From an optimization exercise on the open Yosys and OpenROAD flow, aimed at small area and a short achievable clock period; shortcuts taken in it are not production practice.
At most, simulation tests tie the RTL to the original design; equivalence was not proved.
Power and IR drop assume default switching activity.

==> flow/design.v (excerpt) <==
module cvtn_slice #(
    parameter LANES = 4
) (
    input  wire                 clk,
    input  wire                 rst_n,
    input  wire                 in_valid,
    input  wire [2:0]           in_fmt,
    input  wire [2:0]           in_rm,
    input  wire                 in_denorm,
    input  wire [32*LANES-1:0]  in_x,
    input  wire [16*LANES-1:0]  in_g,
    output reg                  out_valid,
    output reg  [16*LANES-1:0]  out_res,
    output reg  [LANES-1:0]     out_ovf,
    output reg  [LANES-1:0]     out_flushed,
    output reg  [LANES-1:0]     out_nan_lost
);
    reg       v_q;
    reg [2:0] rm_q;
    always @(posedge clk) begin
        if (!rst_n) v_q <= 1'b0;
        else        v_q <= in_valid;
        rm_q     <= in_rm;
    end
    wire [16*LANES-1:0] res;
    wire [LANES-1:0]    ovf, flushed, nan_lost;
    genvar l;
    generate
        for (l = 0; l < LANES; l = l + 1) begin : g_lane
            cvt_lane u_lane (
                .clk(clk),
                .x(in_x[32*l +: 32]), .g(in_g[16*l +: 16]),
                .fmt(in_fmt), .denorm(in_denorm),
                .rm_q(rm_q),
                .res(res[16*l +: 16]), .ovf(ovf[l]), .flushed(flushed[l]),
                .nan_lost(nan_lost[l]));
        end
    endgenerate
    always @(posedge clk) begin
        if (!rst_n) out_valid <= 1'b0;
        else        out_valid <= v_q;
        out_res      <= res;
        out_ovf      <= ovf;
        out_flushed  <= flushed;
        out_nan_lost <= nan_lost;
    end
endmodule
Size in the first run: about 3,400 cells after synthesis, roughly 280 I/O pins, ~21,000 um2 of cells after synthesis.
==> flow/config.mk <==
export PLATFORM = sky130hd
export DESIGN_NAME = cvtn_slice
export DESIGN_NICKNAME = cvtn_slice
export VERILOG_FILES = /design/flow/design.v
export SDC_FILE = /design/flow/constraint.sdc
export NUM_CORES = 4
export LEC_CHECK = 0
export ABC_AREA = 1
export CAP_MARGIN = 20
export CORE_MARGIN = 2
export CORE_UTILIZATION = 45
export CTS_BUF_LIST = sky130_fd_sc_hd__clkbuf_16
export CTS_CLUSTER_DIAMETER = 100
export CTS_CLUSTER_SIZE = 30
export PLACE_DENSITY = 0.6
export SETUP_SLACK_MARGIN = 5
export SLEW_MARGIN = 20
==> flow/constraint.sdc <==
create_clock -name core_clock -period 12.0 [get_ports {clk}]
set_input_delay 2.4000 -clock core_clock [delete_from_list [all_inputs] [get_ports {clk}]]
set_output_delay 2.4000 -clock core_clock [all_outputs]
set_load 0.01 [all_outputs]
standard.sh (not shown) runs the stock make flow with config.mk's settings and CLKGATE_MAP_FILE= SYNTH_SCRIPT=/design/flow/synth_recipe.tcl, a recipe that flattens the netlist after the stock synthesis.
==> flow/flow/run.sh <==
#!/bin/bash
set -euo pipefail
export BUFFER_PORTS_ARGS="-buffer_cell sky130_fd_sc_hd__buf_1"
bash standard.sh SETUP_SLACK_MARGIN=8.6 finish > standard_finish.log 2>&1
Change:
==> flow/flow/run.sh (replaced) <==
#!/bin/bash
set -euo pipefail
export BUFFER_PORTS_ARGS="-buffer_cell sky130_fd_sc_hd__buf_1"
bash standard.sh SETUP_SLACK_MARGIN=8.5 finish > standard_finish.log 2>&1
Settings changed: CORE_UTILIZATION 45 to 52, PLACE_DENSITY 0.6 to 0.68.
Fmax decreases slightly.
Utilization rises by 4.6 points.
Worst hold slack loses 0.0099 ns.
Register-to-register slack loses 0.04 ns.
Worst setup slack is worse by 0.026 ns.
Change:
Settings changed: CORE_UTILIZATION 52 to 45, PLACE_DENSITY 0.68 to 0.6.
Result: Wire length is about the same; hold slack hardly moves; power increases by 1.8%; setup slack improved by 0.025 ns; design area hardly moves; die area grows by 15%; utilization falls by 7.8 points; count of clock-buffer cells in the layout climbs by 2; clock skew is lower by 0.0090 ns.
Change:
Settings changed: GPL_ROUTABILITY_DRIVEN set to 0.
The changed run went through all stages and came out clean; wire length goes down by 0.88%; non-clock buffer count goes down by 4; maximum frequency goes down by 1.9%; setup slack is worse by 0.068 ns; synthesized cell count stays the same; sequential cell count does not change; sequential power hardly moves.
Change:
Settings changed: CTS_BUF_LIST sky130_fd_sc_hd__clkbuf_16 to unset, CTS_CLUSTER_DIAMETER 100 to unset, CTS_CLUSTER_SIZE 30 to unset, GPL_ROUTABILITY_DRIVEN 0 to unset.
Outcome: Die area is unchanged. Via count stays flat. Routed wire length increases by about 2.7%. Sequential cell count does not change. Global-route usage grows by 0.88 points. Hold slack loses 0.0035 ns. Total power grows by 16%. Cell count rose by 1.1%. Final area grows by about 3%. First-iteration DRC count shrinks by 6.0%. Count of clock-buffer cells in the layout is higher by 31.

* * *

cvtn_slice again, from the RTL that the note above started with.
Settings: LEC_CHECK=0, ABC_AREA=1, CAP_MARGIN=20, CORE_MARGIN=2, CORE_UTILIZATION=45, CTS_BUF_LIST=sky130_fd_sc_hd__clkbuf_16, CTS_CLUSTER_DIAMETER=100, CTS_CLUSTER_SIZE=30, PLACE_DENSITY=0.6, SETUP_SLACK_MARGIN=5, SLEW_MARGIN=20; clock period 12.0 ns.
==> flow/flow/run.sh <==
#!/bin/bash
set -euo pipefail
export BUFFER_PORTS_ARGS="-buffer_cell sky130_fd_sc_hd__buf_1"
bash standard.sh SETUP_SLACK_MARGIN=8.45 finish > standard_finish.log 2>&1
The starting point passed the timing, DRC and antenna checks.
Rerun with:
==> flow/flow/run.sh (replaced) <==
#!/bin/bash
set -euo pipefail
export BUFFER_PORTS_ARGS="-buffer_cell sky130_fd_sc_hd__buf_1"
bash standard.sh SETUP_SLACK_MARGIN=8.35 finish > standard_finish.log 2>&1
Result: Hold slack improved by 0.014 ns. Cell area falls slightly. Register-to-register slack got worse by 0.06 ns. Synthesized area does not change.

* * *

cvtn_slice, a different RTL version from the one above (not shown whole).
Size: about 3400 cells after synthesis, roughly 280 I/O pins, about 21000 um2 of cells after synthesis.
clock: 12.0 ns
lec_check: 0
abc_area: 1
cap_margin: 20
core_margin: 2
core_utilization: 45
cts_buf_list: sky130_fd_sc_hd__clkbuf_16
cts_cluster_diameter: 70
cts_cluster_size: 40
place_density: 0.6
setup_slack_margin: 5
slew_margin: 20
==> flow/flow/run.sh <==
#!/bin/bash
set -euo pipefail
export BUFFER_PORTS_ARGS="-buffer_cell sky130_fd_sc_hd__buf_1"
bash standard.sh SETUP_SLACK_MARGIN=8.5 finish > standard_finish.log 2>&1
Next try:
CTS_BUF_LIST = unset   (was sky130_fd_sc_hd__clkbuf_16)
CTS_CLUSTER_DIAMETER = unset   (was 70)
CTS_CLUSTER_SIZE = unset   (was 40)
Outcome: Sequential power stays flat. Combinational power stays flat. Count of clock-buffer cells in the layout goes up by 21. Clock power goes up by about 20%. Total power goes up by 5.9%. Maximum frequency is about the same. Utilization goes up by 0.58 points. Clock skew is about the same.

* * *

cvtn_slice, a different RTL version from the one above (not shown whole).
Size in the first run: ~3400 cells after synthesis, roughly 310 flip-flops, roughly 280 I/O pins, roughly 21000 um^2 of cells after synthesis.
clock: 12.0 ns
lec_check: 0
abc_area: 1
cap_margin: 20
core_margin: 2
core_utilization: 45
cts_buf_list: sky130_fd_sc_hd__clkbuf_4
place_density: 0.6
setup_slack_margin: 5
slew_margin: 20
Scripts as last shown in full above: flow/flow/run.sh
Then changed:
==> flow/flow/run.sh (replaced) <==
#!/bin/bash
set -euo pipefail
rm -rf scripts_abc
cp -r "$FLOW_HOME/scripts" scripts_abc
cp flow/abc_area.script scripts_abc/abc_area.script
export BUFFER_PORTS_ARGS="-buffer_cell sky130_fd_sc_hd__buf_1"
bash standard.sh SCRIPTS_DIR="$PWD/scripts_abc" SETUP_SLACK_MARGIN=8.5 finish > standard_finish.log 2>&1
==> flow/flow/abc_area.script (new file) <==
strash
dch
map -B 0.9
topo
=> The changed run completed without violations. Final area climbs by 0.60%. Clock skew came out higher by 0.021 ns. Core utilization rises by 3.6 points. Setup slack is worse by 0.041 ns. Non-clock buffer count came out lower by 6.
Function was not checked in any run of this note: the RTL went through the layout flow alone.

port drivers added, routing unchanged:
Ports are ideal in the flow. The routed layouts listed here were re-timed in OpenROAD. Step 1 assumes that a clkbuf_16 drives the clock port and a buf_2 every other input. Step 2, shift: input delay + t, output delay - t, t = (earliest + latest rising clock arrival at the registers) / 2. This alone moves slack from input paths to output paths. a / b / c = ideal / step 1 / step 2; a / b = the first two.
run | t, ns | setup slack, ns | worst slew at a driven data input, ns | pins driven straight from the clock port
the first run of note 1 | 0.609 | 8.537 / 8.476 / 8.043 | 0.07 | 1
the second run of note 1 | 0.597 | 8.511 / 8.454 / 7.903 | 0.09 | 1
the third run of note 1 | 0.605 | 8.536 / 8.475 / 7.977 | 0.07 | 1
the fourth run of note 1 | 0.607 | 8.468 / 8.455 / 7.864 | 0.09 | 1
the fifth run of note 1 | 0.627 | 8.521 / 8.457 / 7.945 | 0.07 | 1
the first run of note 2 | 0.605 | 8.465 / 8.408 / 7.928 | 0.07 | 1
the second run of note 2 | 0.604 | 8.426 / 8.382 / 7.861 | 0.06 | 1
the first run of note 3 | 0.643 | 8.503 / 8.441 / 7.955 | 0.10 | 1
the second run of note 3 | 0.623 | 8.506 / 8.444 / 7.960 | 0.10 | 1
the first run of note 4 | 0.874 | 8.296 / 8.239 / 7.541 | 0.07 | 1
the second run of note 4 | 0.896 | 8.255 / 8.195 / 7.546 | 0.10 | 1
After both steps every run listed still meets setup and hold. For the first run of note 4, which loses most, drivers alone change the setup slack by -0.057 ns; drivers and shift together by -0.755 ns.
